This design comes from an exercise in tuning for small area and few clock cycles per item on the open sky130 flow, not from production work. The RTL was checked by simulation tests, not by an equivalence proof against the original design. Power and IR drop assume default switching activity.

## rs_pair_enc
module rs_pair_enc (
    input  wire       clk,
    input  wire       rst,
    input  wire       in_valid,
    output wire       in_ready,
    input  wire [9:0] in_sym,
    output wire       out_valid,
    input  wire       out_ready,
    output wire [9:0] out_sym,
    output wire       out_last
);
export LEC_CHECK = 0
export CAP_MARGIN = 20
export CORE_MARGIN = 2
export CORE_UTILIZATION = 80
export SLEW_MARGIN = 20
export SYNTH_HIERARCHICAL = 1
export SYNTH_MINIMUM_KEEP_SIZE = 0
create_clock -name core_clock -period 5.0 [get_ports {clk}]
standard.sh (not shown) runs the stock make flow with config.mk's settings and CLKGATE_MAP_FILE= SYNTH_SCRIPT=/design/flow/synth_recipe.tcl, a recipe that flattens the netlist after the stock synthesis.
==> flow/flow/run.sh <==
#!/bin/bash
# Own flow: the standard layout (standard.sh), with
# - the ports buffered with the smallest buffer,
# - the clock tree built without dummy loads, from clkbuf_8 leaf clusters.
set -euo pipefail
export BUFFER_PORTS_ARGS="-buffer_cell sky130_fd_sc_hd__buf_1"
export CTS_ARGS="-sink_clustering_enable -repair_clock_nets -dont_use_dummy_load -buf_list {sky130_fd_sc_hd__clkbuf_8} -sink_clustering_size 20 -sink_clustering_max_diameter 50"
bash standard.sh > flow_make.log 2>&1
The baseline produced a clean layout.
Testbench counts at the start, summed over its fixed seeds: cycles 19,716, items 18.
Edit:
- CORE_UTILIZATION: 80 -> 88
With this change the flow stopped in clock tree synthesis (4_1_cts), error DPL-0033.
Synthesized area stays the same.
Synthesized cell count is unchanged.
Edit:
- CORE_UTILIZATION: 88 -> 70
Outcome: The new run finished with timing, DRC and antenna clean; synthesized area does not change; synthesized cell count does not change.
Edit:
- CAP_MARGIN: 20 -> 0
- SLEW_MARGIN: 20 -> 0
Setup slack stays the same; synthesized area is unchanged; sequential share of layout area is unchanged; via count stays the same; clock skew stays the same; global-route usage stays the same; total power does not change.

rs_pair_enc, a different RTL version from the one above (not shown whole).
Size: about 1,100 cells after synthesis, roughly 500 flip-flops, ~27 I/O pins, ~0.015 mm² of cells after synthesis.
==> flow/config.mk <==
export PLATFORM = sky130hd
export DESIGN_NAME = rs_pair_enc
export DESIGN_NICKNAME = rs_pair_enc
export VERILOG_FILES = /design/flow/design.v
export SDC_FILE = /design/flow/constraint.sdc
export NUM_CORES = 4
export LEC_CHECK = 0
export CAP_MARGIN = 20
export CORE_MARGIN = 2
export CORE_UTILIZATION = 70
export GPL_ROUTABILITY_DRIVEN = 0
export SLEW_MARGIN = 20
export SYNTH_HIERARCHICAL = 1
export SYNTH_MINIMUM_KEEP_SIZE = 0
==> flow/constraint.sdc <==
create_clock -name core_clock -period 5.0 [get_ports {clk}]
set_input_delay 1.0000 -clock core_clock [delete_from_list [all_inputs] [get_ports {clk}]]
set_output_delay 1.0000 -clock core_clock [all_outputs]
set_load 0.01 [all_outputs]
==> flow/flow/run.sh <==
#!/bin/bash
# Own flow: the standard layout (standard.sh), with
# - the ports buffered with the smallest buffer,
# - the clock tree built without dummy loads, from clkbuf_8 leaf clusters.
set -euo pipefail
export BUFFER_PORTS_ARGS="-buffer_cell sky130_fd_sc_hd__buf_1"
export CTS_ARGS="-sink_clustering_enable -repair_clock_nets -dont_use_dummy_load -buf_list {sky130_fd_sc_hd__clkbuf_8} -sink_clustering_size 20 -sink_clustering_max_diameter 60"
bash standard.sh > flow_make.log 2>&1
The starting point ran to the end with no violations.
Testbench counts at the start, summed over its fixed seeds: cycles 19,716, items 18.
==> next run, changes <==
==> flow/flow/run.sh (replaced) <==
#!/bin/bash
# Own flow: the standard layout (standard.sh), with
# - the ports buffered with the smallest buffer,
# - the clock tree built without dummy loads, from clkbuf_8 leaf clusters,
# - after global routing, gates and buffers off the critical paths downsized
#   (flow/post_grt.tcl), then slew and capacitance repaired again.
# ORFS writes each step's full log under orfs/logs; make's own output goes to
# flow_make.log here.
set -euo pipefail
export BUFFER_PORTS_ARGS="-buffer_cell sky130_fd_sc_hd__buf_1"
export CTS_ARGS="-sink_clustering_enable -repair_clock_nets -dont_use_dummy_load -buf_list {sky130_fd_sc_hd__clkbuf_8} -sink_clustering_size 20 -sink_clustering_max_diameter 60"
export POST_GLOBAL_ROUTE_TCL="$(pwd)/flow/post_grt.tcl"
bash standard.sh > flow_make.log 2>&1
==> flow/flow/post_grt.tcl (new file) <==
# After global routing: downsize gates and buffers on paths with slack to spare,
# fix any slew or capacitance this leaves over the margins, re-legalise, and
# write the route guides again for the detailed router.
global_route -start_incremental
repair_timing -recover_power 100 -verbose
estimate_parasitics -global_routing
repair_design -slew_margin 20 -cap_margin 20 -verbose
detailed_placement
global_route -end_incremental
estimate_parasitics -global_routing
report_worst_slack -max
report_check_types -max_slew -max_capacitance
write_guides $::env(RESULTS_DIR)/route.guide
Settings changed: CORE_UTILIZATION 70 to 76.
Effect: The new run finished with timing, DRC and antenna clean. Cell area shrinks by 0.81%. Wire length grows by 2.2%. Cell count shrinks by 2.2%. Worst setup slack degrades by 0.39 ns.
==> next run, changes <==
==> flow/flow/run.sh (replaced) <==
#!/bin/bash
# Own flow: the standard layout (standard.sh), with
# - the ports buffered with the smallest buffer,
# - the clock tree built without dummy loads, from clkbuf_8 leaf clusters.
set -euo pipefail
export BUFFER_PORTS_ARGS="-buffer_cell sky130_fd_sc_hd__buf_1"
export CTS_ARGS="-sink_clustering_enable -repair_clock_nets -dont_use_dummy_load -buf_list {sky130_fd_sc_hd__clkbuf_8} -sink_clustering_size 20 -sink_clustering_max_diameter 50"
export GPL_KEEP_OVERFLOW=0
bash standard.sh > flow_make.log 2>&1
Settings changed: CORE_UTILIZATION 76 to 70, GPL_ROUTABILITY_DRIVEN 0 to unset.
removed: flow/flow/post_grt.tcl
- global-route usage decreases by 2.7 points
- worst hold slack improves by 0.0067 ns
- sequential share of layout area decreases by 0.82 points
- cell area increases by 1.3%
- maximum frequency decreases by 6.0%
- clock power increases by about 9%
- routed wire length decreases by 2.6%
- die area increases by 8.3%
- total power increases by 2.5%

==> what the ideal ports hide <==
Ports are ideal in the flow. The routed layouts listed here were re-timed in OpenROAD.
Step 1 (the two cells are an assumption about what drives the block):
set clk [get_ports {clk}]
set_driving_cell -lib_cell sky130_fd_sc_hd__clkbuf_16 $clk
set_driving_cell -lib_cell sky130_fd_sc_hd__buf_2 [delete_from_list [all_inputs] $clk]
Step 2 times the ports against the registers' clock, not the clock port: input delays grow and output delays shrink by t, the midpoint of the rising clock arrivals with the driver on.
Slacks: no drivers / after step 1 / after step 2; pairs: no drivers / after step 1.
run | t (ns) | slack for setup (ns) | worst slew at a driven data input, ns
the first run of note 1 | 0.569 | 0.366 / 0.366 / 0.051 | 0.03
the third run of note 1 | 0.560 | 0.459 / 0.459 / 0.200 | 0.03
the fourth run of note 1 | 0.560 | 0.459 / 0.459 / 0.200 | 0.03
the first run of note 2 | 0.632 | 0.893 / 0.893 / 0.497 | 0.04
the second run of note 2 | 0.625 | 0.499 / 0.499 / 0.224 | 0.03
the third run of note 2 | 0.574 | 0.210 / 0.232 / -0.342 | 0.03
With both steps, setup timing fails in the third run of note 2, where it was met with ideal ports. For the third run of note 2, which loses most, drivers alone change the setup slack by +0.022 ns; drivers and shift together by -0.552 ns.
